What follows belongs to an exercise in optimizing a design on an open flow for small area and a short achievable clock period; a production flow would make more cautious choices. The RTL was checked by simulation tests, not by an equivalence proof against the original design. The clock cells of runs 3 to 8 come from the design's own scripts or RTL, not from TritonCTS. The clock port is modelled as an ideal driver, which makes a skipped or thinned clock tree look cheaper than it is; a real chip needs a root buffer or a tree. No activity file was given, so power comes from the tool's default toggle rates.

===== flow/design.v =====
module can_fd_rx (
    input  wire        clk,
    input  wire        rst,
    input  wire        fd_en,
    input  wire        pex_en,
    input  wire        rx_valid,
    input  wire        rx_bit,
    output reg         ev_hdr,
    output wire [28:0] hdr_ident,
    output reg         hdr_ide,
    output reg         hdr_rtr,
    output reg         hdr_fdf,
    output reg         hdr_brs,
    output reg         hdr_esi,
    output reg  [3:0]  hdr_dlc,
    output reg  [6:0]  hdr_len,
    output reg         ev_word,
    output wire [3:0]  word_idx,
    output wire [31:0] word_data,
    output reg         ev_ack,
    output reg         ev_valid,
    output reg         ev_end,
    output reg         ev_eofdom,
    output reg         ev_pex,
    output reg         ev_err,
    output wire [3:0]  err_kind,
    output wire [4:0]  err_field
);
    localparam [4:0] F_BASE_ID     = 5'h01;
    localparam [4:0] F_RTR_SRR     = 5'h02;
    localparam [4:0] F_IDE         = 5'h03;
    localparam [4:0] F_EXT_ID      = 5'h04;
    localparam [4:0] F_RTR2        = 5'h05;
    localparam [4:0] F_FDF         = 5'h06;
    localparam [4:0] F_RES         = 5'h07;
    localparam [4:0] F_BRS         = 5'h08;
    localparam [4:0] F_ESI         = 5'h09;
    localparam [4:0] F_DLC         = 5'h0A;
    localparam [4:0] F_DATA        = 5'h0B;
    localparam [4:0] F_STUFF_COUNT = 5'h0C;
    localparam [4:0] F_CRC         = 5'h0D;
    localparam [4:0] F_CRC_DELIM   = 5'h0E;
    localparam [4:0] F_ACK         = 5'h0F;
    localparam [4:0] F_ACK_DELIM   = 5'h10;
    localparam [4:0] F_EOF         = 5'h11;
    localparam [2:0] E_STUFF       = 3'h3;
    localparam [2:0] E_FORM        = 3'h4;
    localparam [2:0] E_CRC         = 3'h5;
    localparam [2:0] E_STUFF_COUNT = 3'h6;
    localparam [14:0] POLY15 = 15'h4599;
    localparam [16:0] POLY17 = 17'h1685B;
    localparam [20:0] POLY21 = 21'h102899;
    reg v, b, fe, pe;
    always @(posedge clk) begin
        v  <= rx_valid;
        b  <= rx_bit;
        fe <= fd_en;
        pe <= pex_en;
    end
    reg        active;
    reg [4:0]  cur;         
    reg [8:0]  cnt;         
    reg        fresh;       
    reg [2:0]  run;         
    reg        last;        
    reg        dyn;         
    reg        stf;         
    reg [4:0]  sfield;      
    reg [2:0]  stuffc;      
    reg        scerr;       
    reg [14:0] crc15;
    reg [16:0] crc17;
    reg [20:0] crc21;
    reg [31:0] r;           
    reg        lbf;         
    reg [2:0]  ek;          
    assign hdr_ident = r[28:0];
    assign word_data = r;
    assign word_idx  = cnt[8:5];
    assign err_kind  = {1'b0, ek};
    assign err_field = cur;
    wire in_bit = v & active;
    wire dbit   = in_bit & ~stf;         
    wire sbit   = in_bit & stf;          
    wire sof    = v & ~active & ~b;
    wire same   = (b == last);
    wire c_base   = (cur == F_BASE_ID);
    wire c_rtr1   = (cur == F_RTR_SRR);
    wire c_ide    = (cur == F_IDE);
    wire c_ext    = (cur == F_EXT_ID);
    wire c_rtr2   = (cur == F_RTR2);
    wire c_fdf    = (cur == F_FDF);
    wire c_res    = (cur == F_RES);
    wire c_brs    = (cur == F_BRS);
    wire c_esi    = (cur == F_ESI);
    wire c_dlc    = (cur == F_DLC);
    wire c_data   = (cur == F_DATA);
    wire c_sc     = (cur == F_STUFF_COUNT);
    wire c_crc    = (cur == F_CRC);
    wire c_crcdel = (cur == F_CRC_DELIM);
    wire c_ack    = (cur == F_ACK);
    wire c_ackdel = (cur == F_ACK_DELIM);
    wire c_eof    = (cur == F_EOF);
    wire c_msg    = ~cur[4] & ~(cur[3] & cur[2]);    
    wire c_crcs   = c_msg | c_sc | c_crc;            
    wire fd   = hdr_fdf;
    wire wide = hdr_len[6] | hdr_len[5] | (hdr_len[4] & (hdr_len[3] | hdr_len[2]));
    wire nf        = ~fresh;
    wire i_b10     = nf & (cnt[3:0] == 4'd9);
    wire i_e17     = nf & (cnt[4:0] == 5'd16);
    wire i_m4_3    = nf & (cnt[1:0] == 2'd2);       
    wire i_byte7   = nf & (cnt[2:0] == 3'd6);
    wire i_c14     = nf & (cnt[3:0] == 4'd13);
    wire i_fdcrc   = (cnt[4:0] == (wide ? 5'd23 : 5'd19));
    wire i_eof5    = nf & (cnt[2:0] == 3'd4);
    wire i_eof6    = nf & (cnt[2:0] == 3'd5);
    wire [8:0] cnt1 = fresh ? 9'd0 : cnt + 9'd1;
    wire [1:0] lane = fresh ? 2'd0 : (cnt[2:0] == 3'd7) ? cnt[4:3] + 2'd1 : cnt[4:3];
    wire z15 = (crc15 == 15'd0);
    wire z17 = (crc17 == 17'd0);
    wire z21 = (crc21 == 21'd0);
    wire crc_ok = fd ? (~scerr & (wide ? z21 : z17)) : z15;
    reg sc_exp;
    always @* begin
        if (fresh) sc_exp = stuffc[2];
        else case (cnt[1:0])
            2'd0:    sc_exp = stuffc[2] ^ stuffc[1];
            2'd1:    sc_exp = stuffc[1] ^ stuffc[0];
            default: sc_exp = stuffc[0];
        endcase
    end
    function [6:0] data_len;
        input [3:0] d;
        input       fd;
        input       remote;
        begin
            if (fd) begin
                case (d)
                    4'd9:    data_len = 7'd12;
                    4'd10:   data_len = 7'd16;
                    4'd11:   data_len = 7'd20;
                    4'd12:   data_len = 7'd24;
                    4'd13:   data_len = 7'd32;
                    4'd14:   data_len = 7'd48;
                    4'd15:   data_len = 7'd64;
                    default: data_len = {3'd0, d};
                endcase
            end else if (remote) begin
                data_len = 7'd0;
            end else if (d[3]) begin
                data_len = 7'd8;
            end else begin
                data_len = {3'd0, d};
            end
        end
    endfunction
    wire [3:0] dlc_n = {hdr_dlc[2:0], b};
    wire [6:0] len_n = data_len(dlc_n, fd, hdr_rtr);
    wire       len_z = fd ? (dlc_n == 4'd0) : (hdr_rtr | (dlc_n == 4'd0));
    wire f_dlc    = c_dlc & i_m4_3;
    wire f_data   = c_data & i_byte7 & lbf;
    wire end_data = (f_dlc & len_z) | f_data;
    wire f_sc     = c_sc & i_m4_3;
    wire f_crc    = c_crc & (fd ? i_fdcrc : i_c14);
    wire x_fdf    = c_fdf & b & ~fe;                 
    wire x_res    = c_res & fd & b;                  
    wire x_bad    = x_fdf | x_res;
    wire x_form   = (c_crcdel | c_ackdel | (c_eof & ~i_eof6)) & ~b;
    wire x_crc    = c_ackdel & b & ~crc_ok;
    wire d_pex    = x_bad & pe;
    wire d_err    = (x_bad & ~pe) | x_form | x_crc;
    wire d_eofdom = c_eof & i_eof6 & ~b;
    wire d_end    = c_eof & i_eof6 & b;
    wire d_valid  = c_eof & i_eof5 & b;
    wire d_ack    = c_crcdel & b & crc_ok;
    wire d_hdr    = f_dlc;
    wire d_word   = c_data & i_byte7 & ((cnt[4:3] == 2'd3) | lbf);
    wire d_stop   = d_pex | d_err | d_eofdom | d_end;
    wire s_err    = sbit & same;                     
    reg [4:0] nxt;
    reg       adv;       
    always @* begin
        nxt = cur;
        adv = 1'b0;
        case (cur)
            F_BASE_ID:     begin nxt = F_RTR_SRR; adv = i_b10; end
            F_RTR_SRR:     begin nxt = F_IDE; adv = 1'b1; end
            F_IDE:         begin nxt = b ? F_EXT_ID : F_FDF; adv = 1'b1; end
            F_EXT_ID:      begin nxt = F_RTR2; adv = i_e17; end
            F_RTR2:        begin nxt = F_FDF; adv = 1'b1; end
            F_FDF:         begin nxt = (b | hdr_ide) ? F_RES : F_DLC; adv = ~x_fdf; end
            F_RES:         begin nxt = fd ? F_BRS : F_DLC; adv = ~x_res; end
            F_BRS:         begin nxt = F_ESI; adv = 1'b1; end
            F_ESI:         begin nxt = F_DLC; adv = 1'b1; end
            F_DLC:         begin nxt = len_z ? (fd ? F_STUFF_COUNT : F_CRC) : F_DATA; adv = i_m4_3; end
            F_DATA:        begin nxt = fd ? F_STUFF_COUNT : F_CRC; adv = f_data; end
            F_STUFF_COUNT: begin nxt = F_CRC; adv = i_m4_3; end
            F_CRC:         begin nxt = F_CRC_DELIM; adv = f_crc; end
            F_CRC_DELIM:   begin nxt = F_ACK; adv = b; end
            F_ACK:         begin nxt = F_ACK_DELIM; adv = 1'b1; end
            F_ACK_DELIM:   begin nxt = F_EOF; adv = b & crc_ok; end
            default:       begin nxt = cur; adv = 1'b0; end
        endcase
    end
    integer i;
    always @(posedge clk) begin
        if (rst) begin
            active    <= 1'b0;
            ev_hdr    <= 1'b0;
            ev_word   <= 1'b0;
            ev_ack    <= 1'b0;
            ev_valid  <= 1'b0;
            ev_end    <= 1'b0;
            ev_eofdom <= 1'b0;
            ev_pex    <= 1'b0;
            ev_err    <= 1'b0;
        end else begin
            if (sof)
                active <= 1'b1;
            else if (s_err || (dbit && d_stop))
                active <= 1'b0;
            ev_hdr    <= dbit & d_hdr;
            ev_word   <= dbit & d_word;
            ev_ack    <= dbit & d_ack;
            ev_valid  <= dbit & d_valid;
            ev_end    <= dbit & d_end;
            ev_eofdom <= dbit & d_eofdom;
            ev_pex    <= dbit & d_pex;
            ev_err    <= s_err | (dbit & d_err);
        end
        if (sof) begin
            cur   <= F_BASE_ID;
            fresh <= 1'b1;
        end else if (s_err) begin
            cur   <= sfield;
        end else if (dbit) begin
            if (adv) cur <= nxt;
            fresh <= adv & ~c_sc;
            cnt   <= cnt1;
        end
        if (s_err)
            ek <= E_STUFF;
        else if (dbit)
            ek <= x_crc ? ((fd & scerr) ? E_STUFF_COUNT : E_CRC) : E_FORM;
        if (sof) begin
            run    <= 3'd1;
            last   <= 1'b0;
            dyn    <= 1'b1;
            stf    <= 1'b0;
            stuffc <= 3'd0;
        end else if (sbit) begin
            run    <= 3'd1;
            last   <= b;
            stf    <= 1'b0;
            if (dyn) stuffc <= stuffc + 3'd1;
        end else if (dbit) begin
            run    <= same ? run + 3'd1 : 3'd1;
            last   <= b;
            stf    <= (end_data & fd) | ((c_sc | c_crc) & fd & i_m4_3) |
                      (dyn & same & (run == 3'd4));
            if ((end_data & fd) | (c_crc & ~fd & i_c14)) dyn <= 1'b0;
        end
        if (dbit)
            sfield <= (end_data & fd) ? F_STUFF_COUNT : cur;
        lbf <= ({1'b0, cnt[8:3]} + 7'd1 == hdr_len);
        if (!active) begin
            crc15 <= 15'd0;
            crc17 <= POLY17;
            crc21 <= POLY21;
        end else if (in_bit && c_crcs) begin
            if (!stf)
                crc15 <= {crc15[13:0], 1'b0} ^ ((b ^ crc15[14]) ? POLY15 : 15'd0);
            if (!stf || dyn) begin
                crc17 <= {crc17[15:0], 1'b0} ^ ((b ^ crc17[16]) ? POLY17 : 17'd0);
                crc21 <= {crc21[19:0], 1'b0} ^ ((b ^ crc21[20]) ? POLY21 : 21'd0);
            end
        end
        if (dbit && c_sc)
            scerr <= (fresh ? 1'b0 : scerr) | (b ^ sc_exp);
        if (!active)
            r[17:0] <= 18'd0;
        if (dbit && (c_base || c_ext)) begin
            r <= {r[30:0], b};
        end else if (dbit && c_data) begin
            for (i = 0; i < 4; i = i + 1) begin
                if (lane == i[1:0])
                    r[8*i +: 8] <= {r[8*i +: 7], b};
                else if (lane < i[1:0])
                    r[8*i +: 8] <= {r[8*i +: 7], 1'b0};
            end
        end
        if (dbit) begin
            if (c_rtr1 | c_rtr2) hdr_rtr <= b;
            if (c_ide) hdr_ide <= b;
            if (c_fdf) hdr_fdf <= b;
            if (c_brs) hdr_brs <= b;
            if (c_esi) hdr_esi <= b;
            if (c_dlc) hdr_dlc <= dlc_n;
            if (f_dlc) hdr_len <= len_n;
        end
        if (sof) begin
            hdr_brs <= 1'b0;
            hdr_esi <= 1'b0;
        end
    end
endmodule

===== flow/flow/run.sh =====
#!/bin/bash
# Standard layout, with the port buffers made from the smallest buffer
# (sky130_fd_sc_hd__buf_1) instead of the resizer's default choice. Timing
# repair still resizes any of them that is on a critical path.
set -euo pipefail
export BUFFER_PORTS_ARGS="-buffer_cell sky130_fd_sc_hd__buf_1"
bash standard.sh > standard.log 2>&1

===== flow/standard.sh =====
#!/bin/bash
# synth_recipe.tcl (not shown) runs the flow's synth.tcl, then flattens the netlist and writes it again
# the make line also repeats each setting of config.mk as NAME=value (left out here)
make -C /OpenROAD-flow-scripts/flow DESIGN_CONFIG=/design/flow/config.mk WORK_HOME=/design/flow/orfs CLKGATE_MAP_FILE= SYNTH_SCRIPT=/design/flow/synth_recipe.tcl "${@:-finish}"

===== flow/config.mk =====
export PLATFORM = sky130hd
export DESIGN_NAME = can_fd_rx
export DESIGN_NICKNAME = can_fd_rx
export VERILOG_FILES = /design/flow/design.v
export SDC_FILE = /design/flow/constraint.sdc
export NUM_CORES = 4
export LEC_CHECK = 0
export ABC_AREA = 1
export CAP_MARGIN = 20
export CORE_MARGIN = 2
export CORE_UTILIZATION = 40
export PLACE_DENSITY = 0.6
export SETUP_SLACK_MARGIN = 3.0
export SLEW_MARGIN = 20

===== flow/constraint.sdc =====
create_clock -name core_clock -period 5.0 [get_ports {clk}]
set_input_delay 1.0000 -clock core_clock [delete_from_list [all_inputs] [get_ports {clk}]]
set_output_delay 1.0000 -clock core_clock [all_outputs]
set_load 0.01 [all_outputs]

==> run summary, run 1 <==
status=finished clean; Worst Path Max Fanout=3; Die Area=about 19000 µm²; Max clock buf depth=2; critical path endpoint category=primary output; fmax=0.4927 GHz; Leak=approximately 3.6 nW; final setup vio count=0; core area=approximately 17000 µm²; Worst path slowest cell=edfxtp_1; Initial DRC Count=roughly 460; Routed Antenna Nets=0; reg-to-reg critical path startpoint=cnt[0]; Fin. Hold Viols=0; CTS H-tree depth=4; Post-synth ARST share=0%; Slew headroom=45.18%; I/O Pins=104; Least-Margin Pin Slew=0.8195 ns; GP Congestion=~0.98; Critical Path RT=4.00 ns; top post-synthesis cells by count=171 x nand2_1, 105 x dfxtp_1, 83 x inv_1; TritonCTS clock tree=yes; DRC errors left=0; nets@finish=995; root buf cell=clkbuf_16; global route overflow=0; Worst VDD drop=0.2653 mV; Post-Synthesis Cells=882; Crit path max-delay family=flip-flops; Total GRT Usage=18.74%; min-delay src=crc15[8]; leading area contributor after synthesis=dfxtp_1; drt pass-1 iters=5; Worst path max stage delay=roughly 0.44 ns; Placed Cells=1142; post-synth cell types=46; worst skew pair latency=between 0.4 and 0.5 ns; half-perimeter wire length after placement=12150 µm; top cell type's share of synthesized area=29.56%; startpoint types=flip-flop; Synth Flop Type=dfxtp_1; Hold Buf Count CTS=0; first-pass GRT wire length=27190 µm; CP cell instances=buf_1; Area Overhead vs Synth=22.48%; Max-Cap Viols=0; num rows=48; share of cells above drive strength 1=22.86%; Die Wd=137.3 µm; TritonCTS buffer count=17; Hold Crit Class=reg2reg; syn avg cell area=8.063 µm²; Crit Path Category=reg2out; RSZ-0062 raised after global routing=true; CP Launch Point=hdr_fdf; via count=6072; Yosys reg bits=148; post-route setup TNS=0 ns; power per cell area=339.3 nW/µm²; largest net degree at the start of global routing=45; top post-synthesis cells by area=dfxtp_1 30%, edfxtp_1 18%, nand2_1 9.0%; Tcrit/Tclk final=40.59%; Post-synth EDFFs=43; Warnings, synthesis=1; sequential share of the synthesized area=47.71%; synthesized area=7112 µm²; wire length per cell=14.92 µm; IO buf count=102; Clock Sinks=around 150; count leader, synth=nand2_1; final setup skew=0.01203 ns; syn_nets=897; worst path bufs/invs=1; initial antenna violation count=0; vias in the first global route=around 5.3k; Total Routed Length=between 15000 and 20000 µm; routed vias/inst=approximately 5.0; fin. max-slew vios=0; Util after Layout=50.19%; Worst-path clk slew=0.06 ns; arrival time worst endpoint=1.03 ns; Design Power=2.956 mW; diodes inserted=0; min cycle time layout=2.030 ns; DIE HEIGHT=137.3 µm; final std cells w/o fill=1218; initial core utilization=~40%
==> kinds of logic after synthesis <==
logic type               Yosys count  synth area share, %
flip-flops                       148                47.71
buffers and inverters            160                10.86
adder cells (fa/ha/maj)            9                1.583
AO/OA/AOI/OAI                    165                12.46
XOR/XNOR                          38                4.785
AND/OR/NAND/NOR                  360                22.40
multiplexers                       1               0.1583
other                              1              0.05273
==> cell usage in the layout (no fill, tap or decap), types with 3 or more instances in the layout <==
cell / Yosys / final
nand2_4: 2 / 11
buf_1: 1 / 50
clkinvlp_4: 0 / 4
inv_4: 0 / 5
a21oi_1: 76 / 74
buf_4: 39 / 39
nor2_4: 3 / 6
o31ai_1: 4 / 4
buf_2: 8 / 7
o21ai_0: 69 / 57
clkbuf_16: 0 / 20
nand2_1: 171 / 157
edfxtp_1: 43 / 43
nor2_1: 82 / 77
nand2_2: 14 / 18
or2_2: 6 / 6
o21ai_1: 1 / 8
clkbuf_2: 0 / 45
dfxtp_4: 0 / 7
nor3_1: 10 / 8
dfxtp_1: 105 / 89
nand3_4: 1 / 4
inv_2: 8 / 8
o211ai_1: 4 / 4
ha_4: 0 / 4
nand3_1: 45 / 40
o21ai_2: 0 / 4
ha_1: 9 / 4
xor2_1: 23 / 23
dfxtp_2: 0 / 9
xnor2_1: 14 / 14
nand3_2: 0 / 3
nor4_1: 5 / 5
inv_1: 83 / 77
nand4_1: 12 / 12
clkbuf_1: 19 / 5
nor2_2: 3 / 6
==> per-layer routing <==
layer	vias to the layer above	wire [µm]	global-route usage, %
li1	3067	-	-
met1	2802	8378	25.40
met2	168	8512	28.77
met3	35	896	4.709
met4	0	379	7.159
met5	-	0	0
==> flip-flops by register name (all words and copies together) (netlist names), 3 cells and up <==
register and flops:
crc21 21, crc15 15, hdr_len 7, crc17 17, sfield 5, stuffc 3
ek 3, hdr_dlc 4, run 3, cur 5, cnt 9, r 32
==> tightest hold or removal path, stage by stage, from the launching register on <==
cell and delay (ns):
dfxtp_1 0.31, inv_1 0.06, a21oi_1 0.05
==> through the flow <==
stage | instance area (µm²) | hold WS [ns] | setup WS, ns
after floorplan | 7112 | 0.4221 | 3.051
after global placement | 7361 | 0.4423 | 2.306
after detailed placement | 7361 | 0.4524 | 2.259
after CTS | 8250 | 0.4650 | 2.941
after global routing | 8711 | 0.4758 | 2.872
final | 8711 | 0.4621 | 2.970
==> path summary, 6_finish.rpt <==
| path | to | slack [ns] | cells past startpoint |
|---|---|---|---|
| worst max register to register | cur[4] | 2.99 | 12 |
| worst min-delay path | crc15[8] | 0.46 | 2 |
| worst max-delay path | hdr_fdf | 2.97 | 1 |
| worst min register to register | crc15[8] | 0.46 | 2 |
==> layout make-up <==
type,instances,area [µm²]
fillers,1682,8646
repair buffers,146,842.1
flip-flops and latches,148,3431
well taps,225,281.5
clock inverters,7,46.29
clock buffers,25,496.7
multi-input cells,576,3252
inverters,91,361.6
==> timing repair <==
action	4_1_cts	5_1_grt
setup buffers	27	13
cloned	1	3
gates resized for setup	42	124
pin swaps	4	11
endpoints found under the setup margin	165	158
==> where the power goes <==
group	internal (mW)	total (mW)	switching, mW
sequential	1.28	1.33	0.0498
clock	0.691	1.18	0.486
combinational	0.155	0.445	0.291
total	2.13	2.96	0.826
==> run 2: changes to the inputs <==
==> flow/flow/run.sh (replaced) <==
#!/bin/bash
# Standard layout with two changes:
#  - the port buffers are made from the smallest buffer (sky130_fd_sc_hd__buf_1)
#    instead of the resizer's default choice; timing repair still resizes any
#    of them that is on a critical path;
#  - the clock tree is a balanced two-level tree built by flow/cts_pre.tcl
#    (clk -> 4 buffers -> 8 buffers -> flip-flops, sinks clustered by
#    location) in place of TritonCTS's H-tree; the rest of the CTS step
#    (legalization, setup and hold repair) runs as usual.
set -euo pipefail
here=$(pwd)
export BUFFER_PORTS_ARGS="-buffer_cell sky130_fd_sc_hd__buf_1"
export PRE_CTS_TCL="$here/flow/cts_pre.tcl"
bash standard.sh > standard.log 2>&1
==> flow/flow/cts_pre.tcl (new file) <==
# Build a balanced two-level clock tree by hand and turn TritonCTS off for
# this step: the clock port drives NL1 first-level buffers, each of them
# drives two leaf buffers, and each leaf buffer drives the flip-flops of one
# cluster (k-means on their placed locations).
set block [ord::get_db_block]
set db [ord::get_db]
set clknet [$block findNet [get_full_name [get_nets -of_objects [get_ports clk]]]]
set leaf_master [$db findMaster sky130_fd_sc_hd__clkbuf_16]
set l1_master [$db findMaster sky130_fd_sc_hd__clkbuf_8]

set pts {}
foreach it [$clknet getITerms] {
  set inst [$it getInst]
  set box [$inst getBBox]
  lappend pts [list [expr {([$box xMin] + [$box xMax]) / 2.0}] [expr {([$box yMin] + [$box yMax]) / 2.0}] $it]
}
set nsink [llength $pts]
set NL1 [expr {min(4, max(1, int(ceil($nsink / 40.0))))}]
set NB [expr {2 * $NL1}]
puts "manual clock tree: $nsink sinks, $NB leaf buffers, $NL1 first-level buffers"

proc kmeans {pts k iters} {
  set xs {}; set ys {}
  foreach p $pts { lappend xs [lindex $p 0]; lappend ys [lindex $p 1] }
  set minx [tcl::mathfunc::min {*}$xs]; set maxx [tcl::mathfunc::max {*}$xs]
  set miny [tcl::mathfunc::min {*}$ys]; set maxy [tcl::mathfunc::max {*}$ys]
  # start on a grid of k/2 columns and 2 rows (or one row for k < 2)
  set cx {}; set cy {}
  set cols [expr {max(1, $k / 2)}]; set rows [expr {$k / $cols}]
  for {set i 0} {$i < $cols} {incr i} {
    for {set j 0} {$j < $rows} {incr j} {
      lappend cx [expr {$minx + ($i + 0.5) / $cols * ($maxx - $minx)}]
      lappend cy [expr {$miny + ($j + 0.5) / $rows * ($maxy - $miny)}]
    }
  }
  for {set iter 0} {$iter < $iters} {incr iter} {
    set grp [lrepeat $k {}]
    foreach p $pts {
      set best 0; set bd 1e18
      for {set c 0} {$c < $k} {incr c} {
        set dd [expr {abs([lindex $p 0] - [lindex $cx $c]) + abs([lindex $p 1] - [lindex $cy $c])}]
        if {$dd < $bd} { set bd $dd; set best $c }
      }
      lset grp $best [concat [lindex $grp $best] [list $p]]
    }
    for {set c 0} {$c < $k} {incr c} {
      set g [lindex $grp $c]
      if {[llength $g] == 0} continue
      set sx 0; set sy 0
      foreach p $g { set sx [expr {$sx + [lindex $p 0]}]; set sy [expr {$sy + [lindex $p 1]}] }
      lset cx $c [expr {$sx / [llength $g]}]; lset cy $c [expr {$sy / [llength $g]}]
    }
  }
  return [list $grp $cx $cy]
}

proc place_at {inst x y} {
  $inst setLocation [expr {int($x)}] [expr {int($y)}]
  $inst setPlacementStatus PLACED
}

lassign [kmeans $pts $NB 30] grp cx cy

# leaf buffers
set leaves {}
for {set c 0} {$c < $NB} {incr c} {
  set g [lindex $grp $c]
  if {[llength $g] == 0} continue
  set inst [odb::dbInst_create $block $leaf_master "clkleaf_$c"]
  set net [odb::dbNet_create $block "clknet_leaf_$c"]
  $net setSigType CLOCK
  foreach p $g { set it [lindex $p 2]; $it disconnect; $it connect $net }
  [$inst findITerm X] connect $net
  place_at $inst [lindex $cx $c] [lindex $cy $c]
  lappend leaves [list [lindex $cx $c] [lindex $cy $c] $inst]
  puts "  leaf $c: [llength $g] sinks"
}

# first level: cluster the leaf buffers
lassign [kmeans $leaves $NL1 30] lgrp lcx lcy
for {set c 0} {$c < $NL1} {incr c} {
  set g [lindex $lgrp $c]
  if {[llength $g] == 0} continue
  set inst [odb::dbInst_create $block $l1_master "clkl1_$c"]
  set net [odb::dbNet_create $block "clknet_l1_$c"]
  $net setSigType CLOCK
  [$inst findITerm A] connect $clknet
  [$inst findITerm X] connect $net
  foreach p $g { [[lindex $p 2] findITerm A] connect $net }
  place_at $inst [lindex $lcx $c] [lindex $lcy $c]
  puts "  first-level buffer $c: [llength $g] leaf buffers"
}
$clknet setSigType CLOCK

set_propagated_clock [all_clocks]

# the tree is built: CTS itself does nothing in this step
rename clock_tree_synthesis tritoncts_unused
proc clock_tree_synthesis {args} { puts "clock_tree_synthesis skipped: manual clock tree" }
==> run 2 against run 1 <==
Effect of this change:
- the flow now stops in 4_1_cts
- area after synthesis stayed put
- synthesized cell count is the same
==> run summary, run 2 <==
dpl ws=2.259 ns (unchanged); syn_nets=897 (unchanged); Synth Flop Type=dfxtp_1; half-perimeter wire length after placement=12150 µm (unchanged); area post-placement=7361 µm² (unchanged); last stage reached=4_1_cts; IO buf count=102 (unchanged); Post-synth ARST share=0% (unchanged); num rows=48 (unchanged); Post-synth EDFFs=43 (unchanged); top post-synthesis cells by area=dfxtp_1 30%, edfxtp_1 18%, nand2_1 9.0%; I/O Pins=104 (unchanged); Placed Cells=1142 (unchanged); GP Congestion=0.9765 (unchanged); initial core utilization=40.97% (unchanged); Warnings, synthesis=1 (unchanged); post-synth cell types=46 (unchanged); top post-synthesis cells by count=171 x nand2_1, 105 x dfxtp_1, 83 x inv_1; Post-Synthesis Cells=882 (unchanged); status=did not finish; count leader, synth=nand2_1; sequential share of the synthesized area=47.71% (unchanged); leading area contributor after synthesis=dfxtp_1; syn avg cell area=8.063 µm² (unchanged); synthesized area=7112 µm² (unchanged); DIE HEIGHT=137.3 µm (unchanged); top cell type's share of synthesized area=29.56% (unchanged); Yosys reg bits=148 (unchanged); Die Wd=137.3 µm (unchanged); Log Error=[ERROR STA-0100] unsupported object type Port.
-- run 2: worst max-delay path by stage --
stage            from    endpoint  slack, ns
2_1_floorplan  active  hdr_len[0]       3.05
3_3_place_gp   active  hdr_len[4]       2.31
3_5_place_dp   active       r[21]       2.26
-- run 2: logic make-up after synthesis --
logic type	Yosys count	synth area share, %
DFF	148	47.71
AOI/OAI and AO/OA	165	12.46
other	1	0.05273
and+or+nand+nor	360	22.40
xor gates and xnor gates	38	4.785
adders and majority gates	9	1.583
buffers and inverters	160	10.86
muxes	1	0.1583
-- run 2: power groups by stage --
stage | Combinational, mW | Clock, mW | Sequential (mW)
floorplan | 0.278 | 0 | 1.34
global placement | 0.349 | 0 | 1.36
detailed placement | 0.347 | 0 | 1.36
==> run 3: changes to the inputs <==
--- a/flow/flow/cts_pre.tcl
+++ b/flow/flow/cts_pre.tcl
@@ -6,3 +6,3 @@
 set db [ord::get_db]
-set clknet [$block findNet [get_full_name [get_nets -of_objects [get_ports clk]]]]
+set clknet [[$block findBTerm clk] getNet]
 set leaf_master [$db findMaster sky130_fd_sc_hd__clkbuf_16]
--- a/flow/config.mk
+++ b/flow/config.mk
@@ -12,3 +12,3 @@
 export PLACE_DENSITY = 0.6
-export SETUP_SLACK_MARGIN = 3.0
+export SETUP_SLACK_MARGIN = 3.15
 export SLEW_MARGIN = 20
==> run 3 against run 2 <==
Effect of this change:
- synthesized cell count unchanged
- now clean on timing, DRC and antenna
- area after synthesis stayed put
==> run summary, run 3 <==
status=finished clean; leading area contributor after synthesis=dfxtp_1; GP Congestion=0.9313 (-4.6%); R2R cell count=10; fmax=roughly 0.50 GHz; drt pass-1 iters=6; top post-synthesis cells by area=dfxtp_1 30%, edfxtp_1 18%, nand2_1 9.0%; DRC errors left=0; Area Overhead vs Synth=23.14%; Die Wd=137.3 µm (unchanged); syn avg cell area=8.063 µm² (unchanged); routed vias/inst=5.049; arrival time worst endpoint=2.25 ns; dpl ws=2.240 ns (-0.01910 ns); Largest register FFs=32; Worst-path clk slew=0.09 ns; diodes inserted=0; vias in the first global route=5423; Biggest register=r; Critical Path RT=5.24 ns; Worst Path Max Fanout=4; DIE HEIGHT=137.3 µm (unchanged); synthesized area=7112 µm² (unchanged); Slew headroom=30.97%; largest registers=r (32), crc21 (21), crc17 (17); Initial DRC Count=~480; syn_nets=897 (unchanged); Total GRT Usage=17.99%; worst skew pair latency=0.30 ns; global route overflow=0; largest net degree at the start of global routing=32; I/O Pins=104 (unchanged); most frequent cells in the layout=148 x nand2_1, 81 x dfxtp_1, 76 x nor2_1; Warnings, synthesis=1 (unchanged); min cycle time layout=2.017 ns; first-pass GRT wire length=27610 µm; startpoint types=flip-flop; critical path endpoint category=flip-flop; Tcrit/Tclk final=about two fifths; Least-Margin Pin Slew=1.034 ns; Fin. Hold Viols=0; power per cell area=290.1 nW/µm²; Crit Path Category=reg2reg; final setup vio count=0; commonest non-fill, non-tap cell in the layout=nand2_1; Post-Synthesis Cells=882 (unchanged); top post-synthesis cells by count=171 x nand2_1, 105 x dfxtp_1, 83 x inv_1; count leader, synth=nand2_1; final setup skew=0.04071 ns; num rows=48 (unchanged); Worst VDD drop=0.2536 mV; top cell type's share of synthesized area=29.56% (unchanged); nets@finish=1006; wire length per cell=15.15 µm; Total Routed Length=18390 µm; CP Launch Point=cnt[1]; Synth Flop Type=dfxtp_1; reg-to-reg setup timing slack=2.98 ns; Routed Antenna Nets=0; post-route setup slack=2.983 ns; Leak=3.666 nW; via count=6130; initial antenna violation count=0; Max-Cap Viols=0; hold depth=2; core area=17360 µm²; share of cells above drive strength 1=roughly 27%; sequential share of the synthesized area=47.71% (unchanged); post-route setup TNS=0 ns; crit path to=r[8]; initial core utilization=40.97% (unchanged); Post-synth EDFFs=43 (unchanged); RSZ-0062 raised after global routing=true; post-synth cell types=46 (unchanged); reg-to-reg critical path startpoint=cnt[1]; IO buf count=102 (unchanged); Hold Crit Class=reg2reg; Yosys reg bits=148 (unchanged); Post-synth ARST share=0% (unchanged); fin. max-slew vios=0; worst r2r dst=r[8]; Die Area=18860 µm²; half-perimeter wire length after placement=11940 µm (-1.7%)
==> run 3: kinds of logic (layout without fill, tap and decap cells) <==
| family | after synthesis | in the layout | share of synthesized area [%] |
|---|---|---|---|
| multiplexers | 1 | 1 | 0.1583 |
| AO/OA/AOI/OAI | 165 | 165 | 12.46 |
| other | 1 | 1 | 0.05273 |
| buffers and inverters | 160 | 264 | 10.86 |
| flip-flops | 148 | 148 | 47.71 |
| adder cells (fa/ha/maj) | 9 | 9 | 1.583 |
| AND/OR/NAND/NOR | 360 | 363 | 22.40 |
| XOR/XNOR | 38 | 38 | 4.785 |
==> run 3: per-stage QoR <==
stage	area (µm²)	hold slack [ns]	util, %	std cells	total power [mW]
finish	8757	0.4595	50.45	1214	2.541
global route	8757	0.4796	50.45	1214	2.652
CTS	8202	0.4633	47.25	1193	2.486
detailed placement	7376	0.4519	42.50	1142	1.704
global placement	7376	0.4431	42.50	1142	1.706
floorplan	7127	0.4221	-	882	1.621
==> run 3: where the power goes <==
group | switching (mW) | internal [mW]
logic | 0.304 | 0.185
clock network | 0.359 | 0.359
registers | 0.0522 | 1.28
total | 0.715 | 1.83
==> run 3: what timing repair did <==
item | 4_1_cts | 5_1_grt
pin swaps | 8 | 21
gates cloned | 3 | 4
setup buffers | 36 | 17
hold buffers | 0 | 0
setup endpoints to repair | 191 | 152
gates resized for setup | 67 | 164
==> run 3: routing by layer <==
metal / track usage, % / up-vias / share of wire, %
li1: - / 3071 / -
met1: 25.70 / 2826 / 45
met2: 28.66 / 194 / 46
met3: 2.171 / 39 / 5.9
met4: 5.097 / 0 / 2.6
met5: 0 / - / 0
==> run 3: how the worst min path moves through the flow <==
stage	from	endpoint	slack, ns
4_1_cts	crc15[0]	crc15[0]	0.46
3_5_place_dp	crc15[0]	crc15[0]	0.45
5_1_grt	r[17]	r[18]	0.48
2_1_floorplan	run[2]	run[2]	0.42
6_report	crc15[5]	crc15[5]	0.46
3_3_place_gp	r[30]	r[31]	0.44
==> run 3: worst max-delay path, stage by stage, from the launching register on <==
cell and delay [ns]:
edfxtp_1 0.43, buf_6 0.15, ha_4 0.16, ha_4 0.17, mux2_4 0.34, nand2_4 0.10, nand2_8 0.07, buf_4 0.15
o311ai_2 0.24, o21ai_1 0.10, inv_1 0.06
==> run 3: final cells by class <==
type                            instances  area (µm²)
Sequential cell                       148        3448
Multi-Input combinational cell        577        3331
Inverter                               91       361.6
Tap cell                              225       281.5
Buffer                                 12       255.2
Timing Repair Buffer                  161        1080
Fill cell                            1638        8600
==> run 4: changes to the inputs <==
--- a/flow/config.mk
+++ b/flow/config.mk
@@ -12,3 +12,3 @@
 export PLACE_DENSITY = 0.6
-export SETUP_SLACK_MARGIN = 3.15
+export SETUP_SLACK_MARGIN = 2.85
 export SLEW_MARGIN = 20
==> run 4 against run 3 <==
Effect of this change:
- final cell count down 3.4%
- largest cell class unchanged
- area after synthesis unchanged
- clock power down 0.8%
- wire length down 7.9%
- global-route usage down 0.41 points
- die area unchanged
- critical path depth down 2
- setup slack worse by 0.020 ns
- synthesized cell count unchanged
- sequential cell count unchanged
- still clean on timing, DRC and antenna
- register-to-register slack worse by 0.02 ns
==> run summary, run 4 <==
status=finished clean; largest net degree at the start of global routing=53 (+66%); Leak=3.046 nW (-17%); Biggest register=r; Die Area=18860 µm² (unchanged); most frequent cells in the layout=168 x nand2_1, 102 x buf_1, 100 x dfxtp_1; Total GRT Usage=17.58% (-0.41 points); Routed Antenna Nets=0 (unchanged); final setup skew=0.03523 ns (-0.005475 ns); post-synthesis mux area share=0.1583% (unchanged); Util after Layout=45.35% (-5.1 points); top post-synthesis cells by count=171 x nand2_1, 105 x dfxtp_1, 83 x inv_1; Reg area=3402 µm² (-1.3%); fin. max-slew vios=0 (unchanged); global route overflow=0 (unchanged); leading area contributor after synthesis=dfxtp_1; Post-synth ARST share=0% (unchanged); Area Overhead vs Synth=10.68%; GP Congestion=0.9827 (+5.5%); DIE HEIGHT=137.3 µm (unchanged); arrival time worst endpoint=2.01 ns (-0.24 ns); Slew headroom=37.09% (+6.1 points); post-route setup slack=2.963 ns (-0.02021 ns); Tcrit/Tclk final=40.74% (+0.40 points); syn_nets=897 (unchanged); Synth Area in Simple Gates=22.40% (unchanged); min cycle time layout=2.037 ns (+0.02021 ns); Max-Cap Viols=0 (unchanged); vias in the first global route=5198 (-4.1%); Least-Margin Pin Slew=0.9402 ns (-0.09409 ns); final std cells w/o fill=1173 (-3.4%); syn avg cell area=8.063 µm² (unchanged); power per cell area=307.8 nW/µm² (+6.1%); Crit Path Category=reg2reg; initial antenna violation count=0 (unchanged); Post-synth EDFFs=43 (unchanged); Worst-path clk slew=0.06 ns (-0.03 ns); worst skew pair latency=0.30 ns (about the same); DRC errors left=0 (unchanged); I/O Pins=104 (unchanged); Synth Flop Type=dfxtp_1; cell area after layout=7871 µm² (-10%); initial core utilization=40.97% (unchanged); Placed Cells=1144 (+0.18%); fmax=0.4909 GHz (-0.99%); largest registers=r (32), crc21 (21), crc17 (17); Die Wd=137.3 µm (unchanged); core area=17360 µm² (unchanged); largest family of logic cells by synthesized area=simple AND/OR/NAND/NOR gates; via count=5790 (-5.5%); Warnings, synthesis=1 (unchanged); diodes inserted=0 (unchanged); Total Routed Length=16930 µm (-7.9%); share of cells above drive strength 1=9.599% (-17 points); Yosys reg bits=148 (unchanged); nets@finish=965 (-4.1%); Worst VDD drop=0.3133 mV (+24%); critical path endpoint category=flip-flop; routed vias/inst=4.936 (-2.2%); drt pass-1 iters=4 (-2); wire length per cell=14.43 µm (-4.7%); # fillers=1747 (+6.7%); Largest register FFs=32 (unchanged); Synth Area in Compound Gates=12.46% (unchanged); Critical Path RT=4.98 ns (-0.26 ns); Hold Crit Class=reg2reg; post-route setup TNS=0 ns (unchanged); sequential share of the synthesized area=47.71% (unchanged); area of the multi-input gates=3014 µm² (-9.5%); final setup vio count=0 (unchanged); Worst Path Max Fanout=8 (+4); top post-synthesis cells by area=dfxtp_1 30%, edfxtp_1 18%, nand2_1 9.0%; area post-placement=7383 µm² (+0.10%); dpl ws=2.217 ns (-0.02298 ns); half-perimeter wire length after placement=12180 µm (+2.0%); post-synthesis xor/xnor area fraction=4.785% (unchanged); top cell type's share of synthesized area=29.56% (unchanged); synthesized area=7112 µm² (unchanged); Initial DRC Count=419 (-13%); first-pass GRT wire length=27170 µm (-1.6%); Design Power=2.423 mW (-4.6%); adder-cell share of the synthesized area=1.583% (unchanged); RSZ-0062 raised after global routing=false; Post-Synthesis Cells=882 (unchanged); IO buf count=102 (unchanged); startpoint types=flip-flop; count leader, synth=nand2_1; Hold Buf Count CTS=0 (unchanged); num rows=48 (unchanged); hold slack=0.4574 ns (-0.002082 ns); Fin. Hold Viols=0 (unchanged); post-synth cell types=46 (unchanged); commonest non-fill, non-tap cell in the layout=nand2_1
## run 4: power breakdown
part / switching, mW / internal [mW]
clock: 0.353 / 0.359
sequential: 0.0558 / 1.28
combinational: 0.253 / 0.124
total: 0.662 / 1.76
## run 4: worst paths after layout
path              startpoint    end  cells after the start  slack [ns]
setup / recovery      cur[1]  r[30]                      8        2.96
hold / removal         r[29]  r[30]                      0        0.46
setup reg to reg      cur[1]  r[30]                      8        2.96
hold reg to reg        r[29]  r[30]                      0        0.46
## run 4: worst max-delay path: stages (launching register included)
cell and delay (ns):
dfxtp_1 0.41, nor2_1 0.26, nand2_1 0.11, nor2_2 0.15, inv_1 0.09, nand2_1 0.18, nand2_2 0.19, o21ai_0 0.14
buf_4 0.21
## run 4: area by class of cell
class                           count  share of cell area (%)
Sequential cell                   148                   43.22
Multi-Input combinational cell    575                   38.29
Timing Repair Buffer              122                   7.233
Inverter                           91                   4.435
Tap cell                          225                   3.577
Buffer                             12                   3.243
## run 4: what timing repair did
action / in CTS / in global routing
pin swaps: 1 / 2
buffers inserted: 5 / 11
resized for setup: 14 / 14
gates cloned: 1 / 0
endpoints found under the setup margin: 76 / 53
## run 4: kinds of logic after synthesis
logic type	after synthesis
xor gates and xnor gates	38
buffers and inverters	160
muxes	1
DFF	148
AOI/OAI and AO/OA	165
other	1
and+or+nand+nor	360
adders and majority gates	9
## run 4: layer usage
| layer | vias up | global-route usage [%] | wire length, µm |
|---|---|---|---|
| met5 | - | 0 | 0 |
| met4 | 0 | 2.978 | 284 |
| met3 | 19 | 2.943 | 1031 |
| met2 | 153 | 27.89 | 7548 |
| met1 | 2657 | 25.50 | 8065 |
| li1 | 2961 | - | - |
==> run 5: changes to the inputs <==
--- a/flow/config.mk
+++ b/flow/config.mk
@@ -7,3 +7,3 @@
 export LEC_CHECK = 0
-export ABC_AREA = 1
+export ABC_CLOCK_PERIOD_IN_PS = 1800
 export CAP_MARGIN = 20
@@ -12,3 +12,3 @@
 export PLACE_DENSITY = 0.6
-export SETUP_SLACK_MARGIN = 2.85
+export SETUP_SLACK_MARGIN = 3.0
 export SLEW_MARGIN = 20
==> run 5 against run 4 <==
Effect of this change:
- still clean
- area after synthesis is 1.9% higher
- sequential cell count stayed put
- cell area is 7.0% higher
- fmax is 5.9% lower
- setup slack worse by 0.13 ns
- clock power hardly changed
- wire length is 3.4% higher
- clock skew is 0.0013 ns lower
- core utilization is 1.9 points higher
- sequential share of layout area is 2.6 points lower
- critical path depth is 1 higher
- largest cell class is now multi-input gates
==> run summary, run 5 <==
status=finished clean; Worst Path Max Fanout=5 (-3); Post-synth ARST share=0% (unchanged); I/O Pins=104 (unchanged); Post-Synthesis Cells=784 (-11%); post-route setup slack=2.836 ns (-0.1267 ns); share of total power in combinational logic=21.7% (+6.1 points); Yosys reg bits=148 (unchanged); largest net degree at the start of global routing=49 (-7.5%); Initial DRC Count=325 (-22%); Post-synth EDFFs=43 (unchanged); Critical Path RT=5.18 ns (+0.20 ns); RSZ-0062 raised after global routing=true; half-perimeter wire length after placement=11380 µm (-6.6%); Biggest register=r; IO buf count=102 (unchanged); Warnings, synthesis=1 (unchanged); min cycle time layout=2.164 ns (+0.1267 ns); initial core utilization=40.61% (-0.36 points); core area=17840 µm² (+2.8%); post-route setup TNS=0 ns (unchanged); wire length per cell=15.91 µm (+10%); initial antenna violation count=0 (unchanged); syn avg cell area=9.242 µm² (+15%); P_sw=754.1 µW (+14%); Die Wd=138.6 µm (+0.91%); Total Routed Length=17500 µm (+3.4%); drt pass-1 iters=5 (+1); routed vias/inst=5.237 (+6.1%); DRC errors left=0 (unchanged); Area Overhead vs Synth=16.27%; top cell type's share of synthesized area=29.01% (-0.55 points); Worst-path clk slew=0.09 ns (+0.03 ns); most frequent cells in the layout=127 x nand2_1, 100 x buf_1, 96 x dfxtp_1; power per cell area=314.9 nW/µm² (+2.3%); Synth Flop Type=dfxtp_1; via count=5761 (-0.50%); Max-Cap Viols=0 (unchanged); share of cells above drive strength 1=15.15% (+5.6 points); Crit Path Category=reg2reg; Fin. Hold Viols=0 (unchanged); num rows=49 (+2.1%); final setup skew=0.03396 ns (-0.001271 ns); Die Area=19210 µm² (+1.8%); diodes inserted=0 (unchanged); Worst VDD drop=0.2164 mV (-31%); Largest register FFs=32 (unchanged); design internal power=1.899 mW (+7.8%); DIE HEIGHT=138.6 µm (+0.91%); Hold Crit Class=reg2reg; Slew headroom=43.78% (+6.7 points); switching share of total power=28.43% (+1.1 points); largest registers=r (32), crc21 (21), crc17 (17); post-synth cell types=76 (+65%); nets@finish=888 (-8.0%); synthesized area=7246 µm² (+1.9%); final setup vio count=0 (unchanged); fmax=0.4622 GHz (-5.9%); Leak=2.951 nW (-3.1%); power share of the clock group=26.8% (-2.6 points); hold slack=0.4596 ns (+0.002202 ns); Least-Margin Pin Slew=0.8403 ns (-0.09989 ns); syn_nets=799 (-11%); Tcrit/Tclk final=43.27% (+2.5 points); Hold Buf Count CTS=0 (unchanged); commonest non-fill, non-tap cell in the layout=nand2_1; count leader, synth=nand2_1; global route overflow=0 (unchanged); first-pass GRT wire length=27860 µm (+2.5%); dpl ws=2.215 ns (-0.001630 ns); worst skew pair latency=0.30 ns (about the same); Routed Antenna Nets=0 (unchanged); startpoint types=flip-flop; GP Congestion=0.9032 (-8.1%); Sequential Power Share=51.6% (-3.5 points); arrival time worst endpoint=2.34 ns (+0.33 ns); vias in the first global route=5226 (+0.54%); sequential share of the synthesized area=46.83% (-0.88 points); leading area contributor after synthesis=dfxtp_1; Total GRT Usage=17.02% (-0.56 points); fin. max-slew vios=0 (unchanged); top post-synthesis cells by area=dfxtp_1 29%, edfxtp_1 18%, nand2_1 6.7%; top post-synthesis cells by count=130 x nand2_1, 105 x dfxtp_1, 51 x nor2_1; critical path endpoint category=flip-flop
==> run 5: layer usage <==
layer	GRT usage (%)	routed length, µm	part of all wire, %	vias up
li1	-	-	-	2871
met1	24.82	8156	47	2683
met2	27.83	8028	46	178
met3	1.899	1033	5.9	29
met4	2.793	282	1.6	0
met5	0	0	0	-
==> run 5: final cells by class <==
class                   count  area (µm²)
fillers                  1679        9417
multi-input cells         538        3532
flip-flops and latches    148        3422
repair buffers            154       852.1
well taps                 229       286.5
plain buffers              12       255.2
inverters                  19       76.32
==> run 5: final timing paths <==
path         slack, ns   endpoint  startpoint  cells after the start
max reg2reg       2.84     cur[0]      cnt[0]                      9
min               0.46  crc17[12]   crc17[11]                      2
max               2.84     cur[0]      cnt[0]                      9
min reg2reg       0.46  crc17[12]   crc17[11]                      2
==> run 5: what timing repair did <==
action                     in CTS  in global routing
setup endpoints to repair     128                 70
resized for setup              50                 22
pin swaps                      10                 13
setup buffers                  36                 11
gates cloned                    0                  0
==> run 5: kinds of logic (layout without fill, tap and decap cells) <==
| logic type | count (synthesis) | count (layout) | share of synthesized area, % |
|---|---|---|---|
| flip-flops | 148 | 148 | 46.83 |
| AND/OR/NAND/NOR | 308 | 308 | 20.86 |
| adder cells (fa/ha/maj) | 9 | 9 | 1.554 |
| AO/OA/AOI/OAI | 148 | 148 | 13.75 |
| multiplexers | 26 | 26 | 3.764 |
| other | 1 | 1 | 0.05175 |
| XOR/XNOR | 46 | 46 | 5.560 |
| buffers and inverters | 98 | 185 | 7.633 |
==> run 5: per-stage QoR <==
step / total power, mW / utilization, % / instance area [µm²] / instances
2_1_floorplan: 1.765 / - / 7264 / 784
3_3_place_gp: 1.851 / 42.01 / 7495 / 1041
3_5_place_dp: 1.848 / 42.01 / 7495 / 1041
4_1_cts: 2.649 / 46.09 / 8223 / 1089
5_1_grt: 2.776 / 47.22 / 8424 / 1100
6_report: 2.653 / 47.22 / 8424 / 1100
==> run 5: power by group through the flow <==
stage                     Sequential (mW)  Combinational [mW]  Clock [mW]
after floorplan                      1.35               0.420           0
after global placement               1.42               0.426           0
after detailed placement             1.42               0.424           0
after CTS                            1.37               0.550       0.733
after global routing                 1.38               0.616       0.783
final                                1.37               0.574       0.710
==> run 5: critical path, cell delays in order, from the launching register on <==
cell,delay (ns)
edfxtp_1,0.49
inv_2,0.14
ha_4,0.16
buf_12,0.10
nand2_1,0.06
or4_4,0.44
o311ai_2,0.13
nor4_4,0.07
a21oi_2,0.17
mux2_4,0.31
==> run 6: changes to the inputs <==
--- a/flow/config.mk
+++ b/flow/config.mk
@@ -7,3 +7,3 @@
 export LEC_CHECK = 0
-export ABC_CLOCK_PERIOD_IN_PS = 1800
+export ABC_AREA = 1
 export CAP_MARGIN = 20
@@ -11,2 +11,3 @@
 export CORE_UTILIZATION = 40
+export GPL_TIMING_DRIVEN = 1
 export PLACE_DENSITY = 0.6
==> run 6 against run 5 <==
Effect of this change:
- still clean
- cell area down 4.9%
- setup slack better by 0.20 ns
- worst hold slack better by 0.0029 ns
- clock power up 1%
- die area down 1.8%
- sequential share of layout area up 2.0 points
- final cell count up 6.6%
- critical path depth down 8
- critical path type is now reg2out
- largest cell class is now flip-flops and latches
- largest power group unchanged
==> run summary, run 6 <==
largest registers=r (32), crc21 (21), crc17 (17); top post-synthesis cells by area=dfxtp_1 30%, edfxtp_1 18%, nand2_1 9.0%; drt pass-1 iters=5 (unchanged); GP Congestion=0.9765 (+8.1%); Worst path max stage delay=0.51 ns (+0.02 ns); reg-to-reg critical path startpoint=cnt[1]; worst path bufs/invs=1 (-1); top cell type's share of synthesized area=29.56% (+0.55 points); Tcrit/Tclk final=39.33% (-3.9 points); DRC errors left=0 (unchanged); half-perimeter wire length after placement=12150 µm (+6.8%); Leak=3.099 nW (+5.0%); post-synth cell types=46 (-39%); Post-synth ARST share=0% (unchanged); Worst Hold End=r[30]; Largest register FFs=32 (unchanged); nets@finish=965 (+8.7%); global route overflow=0 (unchanged); num rows=48 (-2.0%); final setup vio count=0 (unchanged); via count=5891 (+2.3%); area post-placement=7361 µm² (-1.8%); initial core utilization=40.97% (+0.36 points); first-pass GRT wire length=26490 µm (-4.9%); Hold Crit Class=reg2reg; syn_nets=897 (+12%); DIE HEIGHT=137.3 µm (-0.90%); Die Area=18860 µm² (-1.8%); arrival time worst endpoint=0.97 ns (-1.37 ns); Slew headroom=35.44% (-8.3 points); share of cells above drive strength 1=11.60% (-3.6 points); core area=17360 µm² (-2.7%); Area Overhead vs Synth=12.61%; final setup skew=0.02524 ns (-0.008716 ns); Crit path max-delay family=flip-flops; Fin. Hold Viols=0 (unchanged); IO buf count=102 (unchanged); post-route setup TNS=0 ns (unchanged); Initial DRC Count=398 (+22%); worst skew pair latency=0.29 ns (about the same); Worst-path clk slew=0.08 ns (about the same); worst r2r dst=cur[1]; hold depth=0 (-2); CP cell instances=buf_1; startpoint types=flip-flop; Max-Cap Viols=0 (unchanged); Post-synth EDFFs=43 (unchanged); critical path endpoint category=primary output; syn avg cell area=8.063 µm² (-13%); RSZ-0062 raised after global routing=true; Crit Path Category=reg2out; sequential share of the synthesized area=47.71% (+0.88 points); leading area contributor after synthesis=dfxtp_1; Total Routed Length=17460 µm (-0.22%); power per cell area=306.9 nW/µm² (-2.6%); Worst path slowest cell=edfxtp_1; min-delay src=r[29]; Design Power=2.458 mW (-7.4%); initial antenna violation count=0 (unchanged); Yosys reg bits=148 (unchanged); Post-Synthesis Cells=882 (+13%); Synth Flop Type=dfxtp_1; Biggest register=r; count leader, synth=nand2_1; min cycle time layout=1.966 ns (-0.1972 ns); reg-to-reg setup timing slack=3.04 ns (+0.20 ns); synthesized area=7112 µm² (-1.8%); Hold Buf Count CTS=0 (unchanged); routed vias/inst=5.022 (-4.1%); fmax=0.5085 GHz (+10%); Worst VDD drop=0.2184 mV (+0.92%); Worst Path Max Fanout=7 (+2); status=finished clean; largest net degree at the start of global routing=45 (-8.2%); top post-synthesis cells by count=171 x nand2_1, 105 x dfxtp_1, 83 x inv_1; Least-Margin Pin Slew=0.9648 ns (+0.1245 ns); R2R cell count=14 (+5); wire length per cell=14.89 µm (-6.4%); Warnings, synthesis=1 (unchanged); diodes inserted=0 (unchanged); vias in the first global route=5101 (-2.4%); fin. max-slew vios=0 (unchanged); Total GRT Usage=17.36% (+0.34 points); I/O Pins=104 (unchanged); Critical Path RT=4.00 ns (-1.18 ns); commonest non-fill, non-tap cell in the layout=nand2_1; Die Wd=137.3 µm (-0.90%); most frequent cells in the layout=165 x nand2_1, 102 x buf_1, 97 x dfxtp_1; cell area after layout=8009 µm² (-4.9%); # fillers=1751 (+4.3%); Routed Antenna Nets=0 (unchanged)
==> run 6: layer usage <==
metal	vias up	routed length, µm	GRT usage, %
li1	2985	-	-
met1	2718	7981	25.00
met2	165	8179	28.08
met3	23	972	2.060
met4	0	329	3.608
met5	-	0	0
==> run 6: stage by stage <==
step / hold slack (ns) / setup slack, ns / instances / utilization (%)
after global routing: 0.4776 / 2.914 / 1173 / 46.14
after CTS: 0.4661 / 3.002 / 1166 / 45.16
after floorplan: 0.4221 / 3.051 / 882 / -
after detailed placement: 0.4524 / 2.259 / 1142 / 42.41
after global placement: 0.4423 / 2.306 / 1142 / 42.41
final: 0.4625 / 3.034 / 1173 / 46.14
==> run 6: logic make-up after synthesis <==
| family | share of synthesized area (%) |
|---|---|
| AO/OA/AOI/OAI | 12.46 |
| XOR/XNOR | 4.785 |
| AND/OR/NAND/NOR | 22.40 |
| flip-flops | 47.71 |
| other | 0.05273 |
| buffers and inverters | 10.86 |
| multiplexers | 0.1583 |
| adder cells (fa/ha/maj) | 1.583 |
==> run 6: timing repair <==
item | CTS | global route
buffers inserted | 11 | 5
pin swaps | 3 | 2
endpoints found under the setup margin | 139 | 101
gates resized for setup | 31 | 33
cloned | 1 | 2
==> run 6: power breakdown <==
part,switching [mW],total [mW],internal [mW]
logic,0.268,0.401,0.133
registers,0.0578,1.34,1.28
clock network,0.360,0.719,0.359
total,0.685,2.46,1.77
==> run 6: how the worst max path moves through the flow <==
stage	start	to	slack (ns)	depth (start not counted)
6_report	hdr_dlc[1]	hdr_dlc[1]	3.03	1
5_1_grt	cnt[1]	cur[1]	2.91	14
4_1_cts	active	cnt[6]	3.00	3
3_5_place_dp	active	r[21]	2.26	9
3_3_place_gp	active	hdr_len[4]	2.31	5
2_1_floorplan	active	hdr_len[0]	3.05	6
==> run 6: layout make-up <==
type / count / area, µm² / share of cell area [%]
sequential: 148 / 3411 / 42.59
tap: 225 / 281.5 / 3.515
buffer: 12 / 255.2 / 3.187
timing repair buffer: 121 / 571.8 / 7.140
multi-input combinational: 576 / 3128 / 39.06
inverter: 91 / 361.6 / 4.515
==> run 7: changes to the inputs <==
--- a/flow/config.mk
+++ b/flow/config.mk
@@ -10,5 +10,4 @@
 export CORE_MARGIN = 2
-export CORE_UTILIZATION = 40
-export GPL_TIMING_DRIVEN = 1
-export PLACE_DENSITY = 0.6
+export CORE_UTILIZATION = 50
+export PLACE_DENSITY = 0.65
 export SETUP_SLACK_MARGIN = 3.0
==> run 7 against run 6 <==
Effect of this change:
- worst hold slack got worse by 0.0076 ns
- fmax decreased by 0.74%
- via count increased by 0.32%
- setup slack got worse by 0.015 ns
- clock power decreased by 2%
- cell area increased by 0.41%
- wire length decreased by 2.7%
- power decreased by 0.20%
- largest power group unchanged
- sequential share of layout area decreased by 0.17 points
- largest cell class unchanged
- sequential power about the same
- synthesized cell count unchanged
- critical path type is now reg2reg
==> run summary, run 7 <==
top post-synthesis cells by area=dfxtp_1 30%, edfxtp_1 18%, nand2_1 9.0%; count leader, synth=nand2_1; diodes inserted=0 (unchanged); worst skew pair latency=0.29 ns (about the same); R2R cell count=9 (-5); first-pass GRT wire length=26090 µm (-1.5%); most frequent cells in the layout=166 x nand2_1, 102 x buf_1, 97 x dfxtp_1; power per cell area=305.0 nW/µm² (-0.60%); min cycle time layout=1.981 ns (+0.01468 ns); Biggest register=r; initial antenna violation count=0 (unchanged); Post-Synthesis Cells=882 (unchanged); Warnings, synthesis=1 (unchanged); Critical Path RT=5.00 ns (+1.00 ns); routed wire length on met3=1040 µm (+7.0%); initial core utilization=51.23% (+10 points); Max-Cap Viols=0 (unchanged); post-synth cell types=46 (unchanged); Tcrit/Tclk final=39.62% (+0.29 points); Yosys reg bits=148 (unchanged); Slew headroom=31.16% (-4.3 points); Total GRT Usage=21.02% (+3.7 points); # fillers=1300 (-26%); fin. max-slew vios=0 (unchanged); M1 WL=7814 µm (-2.1%); half-perimeter wire length after placement=11350 µm (-6.5%); top post-synthesis cells by count=171 x nand2_1, 105 x dfxtp_1, 83 x inv_1; Hold Crit Class=reg2reg; Total Routed Length=16990 µm (-2.7%); Leak=3.137 nW (+1.2%); commonest non-fill, non-tap cell in the layout=nand2_1; post-route setup TNS=0 ns (unchanged); critical path endpoint category=flip-flop; power share of the clock group=28.7% (-0.5 points); IO buf count=102 (unchanged); design internal power=1.781 mW (+0.48%); Fin. Hold Viols=0 (unchanged); Routed met2 length=7950 µm (-2.8%); wire length per cell=14.99 µm (+0.71%); final setup vio count=0 (unchanged); syn avg cell area=8.063 µm² (unchanged); fmax=0.5048 GHz (-0.74%); final setup skew=0.02933 ns (+0.004087 ns); global route overflow=0 (unchanged); num rows=43 (-10%); status=finished clean; Worst Path Max Fanout=8 (+1); Die Wd=123.3 µm (-10%); Post-synth ARST share=0% (unchanged); post-route setup slack=3.019 ns (-0.01468 ns); synthesized area=7112 µm² (unchanged); Crit Path Category=reg2reg; top routing layer used=met4; Hold Buf Count CTS=0 (unchanged); Routed Antenna Nets=0 (unchanged); arrival time worst endpoint=1.98 ns (+1.01 ns); dpl ws=2.232 ns (-0.02682 ns); Area Overhead vs Synth=13.07%; via count=5910 (+0.32%); switching share of total power=27.39% (-0.49 points); share of cells above drive strength 1=12.07% (+0.46 points); nets@finish=970 (+0.52%); leading area contributor after synthesis=dfxtp_1; RSZ-0062 raised after global routing=true; Die Area=15190 µm² (-19%); Sequential Power Share=54.3% (about the same); Synth Flop Type=dfxtp_1; hold depth=0 (unchanged); DIE HEIGHT=123.3 µm (-10%); Largest register FFs=32 (unchanged); I/O Pins=104 (unchanged); Worst VDD drop=0.2423 mV (+11%); Post-synth EDFFs=43 (unchanged); routed vias/inst=5.216 (+3.9%); core area=13880 µm² (-20%); syn_nets=897 (unchanged); GP Congestion=0.9594 (-1.8%); largest registers=r (32), crc21 (21), crc17 (17); Util after Layout=57.93% (+12 points); Initial DRC Count=462 (+16%); vias in the first global route=5107 (+0.12%); drt pass-1 iters=5 (unchanged); Least-Margin Pin Slew=1.031 ns (+0.06662 ns); area post-placement=7305 µm² (-0.76%); DRC errors left=0 (unchanged); cell area after layout=8041 µm² (+0.41%); sequential share of the synthesized area=47.71% (unchanged); P_sw=671.9 µW (-1.9%); Worst-path clk slew=0.08 ns (about the same); startpoint types=flip-flop; share of total power in combinational logic=17.0% (+0.7 points); largest net degree at the start of global routing=45 (unchanged); top cell type's share of synthesized area=29.56% (unchanged)
-- run 7: area by class of cell --
class | instances | area [µm²] | area share (%)
Buffer | 12 | 255.2 | 3.174
Tap cell | 180 | 225.2 | 2.801
Timing Repair Buffer | 125 | 618.1 | 7.686
Sequential cell | 148 | 3411 | 42.41
Multi-Input combinational cell | 577 | 3178 | 39.52
Inverter | 91 | 354.1 | 4.403
-- run 7: cell families after synthesis --
logic type               count (synthesis)  share of synthesized area (%)
AO/OA/AOI/OAI                          165                          12.46
AND/OR/NAND/NOR                        360                          22.40
flip-flops                             148                          47.71
multiplexers                             1                         0.1583
other                                    1                        0.05273
buffers and inverters                  160                          10.86
adder cells (fa/ha/maj)                  9                          1.583
XOR/XNOR                                38                          4.785
-- run 7: critical path: stages (launching register included) --
cell and delay, ns:
edfxtp_1 0.43, buf_6 0.15, ha_4 0.17, ha_4 0.18
mux2_4 0.34, nand2_4 0.11, nand2_8 0.07, nand2_4 0.08
inv_2 0.05, nand2_4 0.11
-- run 7: metal layers --
layer / up-vias / global-route usage, %
met1: 2722 / 31.37
met2: 176 / 33.96
met4: 0 / 2.912
met3: 19 / 1.937
li1: 2993 / -
met5: - / 0
-- run 7: through the flow --
stage	hold slack (ns)	std cells	power, mW
after global routing	0.4797	1133	2.559
after floorplan	0.4221	882	1.620
after CTS	0.4625	1123	2.423
after detailed placement	0.4441	1097	1.698
after global placement	0.4429	1097	1.700
final	0.4548	1133	2.453
-- run 7: path summary, 6_finish.rpt --
path               start     to  slack [ns]
setup / recovery  cnt[0]  r[23]        3.02
hold / removal     r[30]  r[31]        0.45
setup reg to reg  cnt[0]  r[23]        3.02
hold reg to reg    r[30]  r[31]        0.45
-- run 7: power groups by stage --
stage	Sequential (mW)	Combinational, mW	Clock [mW]
global placement	1.36	0.344	0
detailed placement	1.36	0.342	0
CTS	1.33	0.370	0.722
floorplan	1.34	0.278	0
finish	1.33	0.418	0.704
global route	1.34	0.463	0.758
-- run 7: timing repair --
item | 4_1_cts | 5_1_grt
endpoints found under the setup margin | 140 | 89
cloned | 1 | 3
endpoints found under the hold margin | 0 | 0
buffers inserted | 13 | 7
pin swaps | 4 | 5
gates resized for setup | 30 | 40
==> run 8: changes to the inputs <==
--- a/flow/config.mk
+++ b/flow/config.mk
@@ -10,4 +10,4 @@
 export CORE_MARGIN = 2
-export CORE_UTILIZATION = 50
-export PLACE_DENSITY = 0.65
+export CORE_UTILIZATION = 40
+export PLACE_DENSITY = 0.6
 export SETUP_SLACK_MARGIN = 3.0
==> run 8 against run 7 <==
Effect of this change:
- still clean on timing, DRC and antenna
- sequential cell count unchanged
- area after synthesis did not move
- critical path depth fell by 8
- sequential power barely moved
- sequential share of layout area rose by 0.17 points
- critical path type is now reg2out
==> run summary, run 8 <==
Fin. Hold Viols=0 (unchanged); post-route setup slack=3.034 ns (+0.01468 ns); hold slack=0.4625 ns (+0.007646 ns); Routed Antenna Nets=0 (unchanged); Critical Path RT=4.00 ns (-1.00 ns); Util after Layout=46.14% (-12 points); global route overflow=0 (unchanged); DIE HEIGHT=137.3 µm (+11%); syn_nets=897 (unchanged); CP cell instances=buf_1; num rows=48 (+12%); RSZ-0062 raised after global routing=true; initial core utilization=40.97% (-10 points); half-perimeter wire length after placement=12150 µm (+7.0%); worst skew pair latency=0.29 ns (about the same); Hold Buf Count CTS=0 (unchanged); Worst-path clk slew=0.08 ns (about the same); vias in the first global route=5101 (-0.12%); Crit Path Category=reg2out; most frequent cells in the layout=165 x nand2_1, 102 x buf_1, 97 x dfxtp_1; Crit path max-delay family=flip-flops; Worst VDD drop=0.2184 mV (-9.9%); top post-synthesis cells by count=171 x nand2_1, 105 x dfxtp_1, 83 x inv_1; count leader, synth=nand2_1; nets@finish=965 (-0.52%); arrival time worst endpoint=0.97 ns (-1.01 ns); GP Congestion=0.9765 (+1.8%); Biggest register=r; min-delay src=r[29]; diodes inserted=0 (unchanged); power per cell area=306.9 nW/µm² (+0.60%); Yosys reg bits=148 (unchanged); Die Area=18860 µm² (+24%); fin. max-slew vios=0 (unchanged); Largest register FFs=32 (unchanged); largest net degree at the start of global routing=45 (unchanged); top cell type's share of synthesized area=29.56% (unchanged); post-route setup TNS=0 ns (unchanged); post-synth cell types=46 (unchanged); Die Wd=137.3 µm (+11%); Post-synth EDFFs=43 (unchanged); Tcrit/Tclk final=39.33% (-0.29 points); Total Routed Length=17460 µm (+2.8%); syn avg cell area=8.063 µm² (unchanged); Hold Crit Class=reg2reg; sequential share of the synthesized area=47.71% (unchanged); DRC errors left=0 (unchanged); startpoint types=flip-flop; via count=5891 (-0.32%); top post-synthesis cells by area=dfxtp_1 30%, edfxtp_1 18%, nand2_1 9.0%; IO buf count=102 (unchanged); fmax=0.5085 GHz (+0.75%); dpl ws=2.259 ns (+0.02682 ns); routed vias/inst=5.022 (-3.7%); final setup vio count=0 (unchanged); Least-Margin Pin Slew=0.9648 ns (-0.06662 ns); I/O Pins=104 (unchanged); Synth Flop Type=dfxtp_1; largest registers=r (32), crc21 (21), crc17 (17); synthesized area=7112 µm² (unchanged); wire length per cell=14.89 µm (-0.70%); final setup skew=0.02524 ns (-0.004087 ns); Total GRT Usage=17.36% (-3.7 points); Max-Cap Viols=0 (unchanged); Leak=3.099 nW (-1.2%); share of cells above drive strength 1=11.60% (-0.46 points); Worst Path Max Fanout=7 (-1); drt pass-1 iters=5 (unchanged); Worst path max stage delay=0.51 ns (+0.08 ns); status=finished clean; commonest non-fill, non-tap cell in the layout=nand2_1; core area=17360 µm² (+25%); leading area contributor after synthesis=dfxtp_1; min cycle time layout=1.966 ns (-0.01468 ns); worst path bufs/invs=1 (-1); Area Overhead vs Synth=12.61%; Initial DRC Count=398 (-14%); reg-to-reg critical path startpoint=cnt[1]; initial antenna violation count=0 (unchanged); first-pass GRT wire length=26490 µm (+1.5%); # fillers=1751 (+35%); CP Launch Point=hdr_dlc[1]; Worst path slowest cell=edfxtp_1; critical path endpoint category=primary output; Slew headroom=35.44% (+4.3 points); Post-Synthesis Cells=882 (unchanged); Warnings, synthesis=1 (unchanged); Post-synth ARST share=0% (unchanged)
## run 8: cell counts after synthesis
Identical to the previous run, type by type.
## run 8: power by group
part / switching [mW] / total [mW] / internal, mW
clock: 0.360 / 0.719 / 0.359
combinational: 0.268 / 0.401 / 0.133
sequential: 0.0578 / 1.34 / 1.28
total: 0.685 / 2.46 / 1.77
## run 8: cell type report
type                            instances  area (µm²)  area share, %
Tap cell                              225       281.5          3.515
Multi-Input combinational cell        576        3128          39.06
Sequential cell                       148        3411          42.59
Buffer                                 12       255.2          3.187
Timing Repair Buffer                  121       571.8          7.140
Inverter                               91       361.6          4.515
## run 8: worst reg2reg max path, stage by stage (launching register included)
cell and delay, ns:
edfxtp_1 0.36, buf_4 0.13, clkinvlp_4 0.12, ha_4 0.21, nand2_2 0.08, nor3_2 0.05
nand2_2 0.10, nand2_1 0.06, nor2_1 0.09, nand2_1 0.09, nor2_4 0.21, nand3_4 0.14
nand3_1 0.09, nand2_1 0.05, nor2_1 0.11
## run 8: path summary, 6_finish.rpt
kind / to / slack (ns) / cells past startpoint
worst max-delay path: hdr_dlc[1] / 3.03 / 1
worst min-delay path: r[30] / 0.46 / 0
worst max register to register: cur[1] / 3.04 / 14
worst min register to register: r[30] / 0.46 / 0
## run 8: repair_timing
| item | 4_1_cts | 5_1_grt |
|---|---|---|
| pin swaps | 3 | 2 |
| gates resized for setup | 31 | 33 |
| setup buffers | 11 | 5 |
| setup endpoints to repair | 139 | 101 |
| gates cloned | 1 | 2 |
## run 8: kinds of logic (layout without fill, tap and decap cells)
logic type / Yosys count / count (layout) / synth area share [%]
compound gates: 165 / 165 / 12.46
xor+xnor: 38 / 38 / 4.785
fa+ha+maj: 9 / 9 / 1.583
buf+inv: 160 / 224 / 10.86
flops: 148 / 148 / 47.71
mux: 1 / 1 / 0.1583
other cells: 1 / 1 / 0.05273
simple gates: 360 / 362 / 22.40
## run 8: per-layer routing
| metal | vias to the layer above | GRT usage, % | part of all wire [%] |
|---|---|---|---|
| met2 | 165 | 28.08 | 47 |
| met1 | 2718 | 25.00 | 46 |
| li1 | 2985 | - | - |
| met3 | 23 | 2.060 | 5.6 |
| met4 | 0 | 3.608 | 1.9 |
| met5 | - | 0 | 0 |
## run 8: stage by stage
stage / instance area (µm²) / power [mW] / std cells
after floorplan: 7112 / 1.620 / 882
after global placement: 7361 / 1.708 / 1142
after detailed placement: 7361 / 1.707 / 1142
after CTS: 7838 / 2.442 / 1166
after global routing: 8009 / 2.569 / 1173
final: 8009 / 2.458 / 1173

Re-timed with assumed drivers on the ports (clkbuf_16 on the clock, buf_2 on other inputs), run 8 has 2.956 ns of setup slack against 3.034 ns with ideal ports, and 3.038 ns once port delays also move by the mid clock arrival of 0.355 ns.
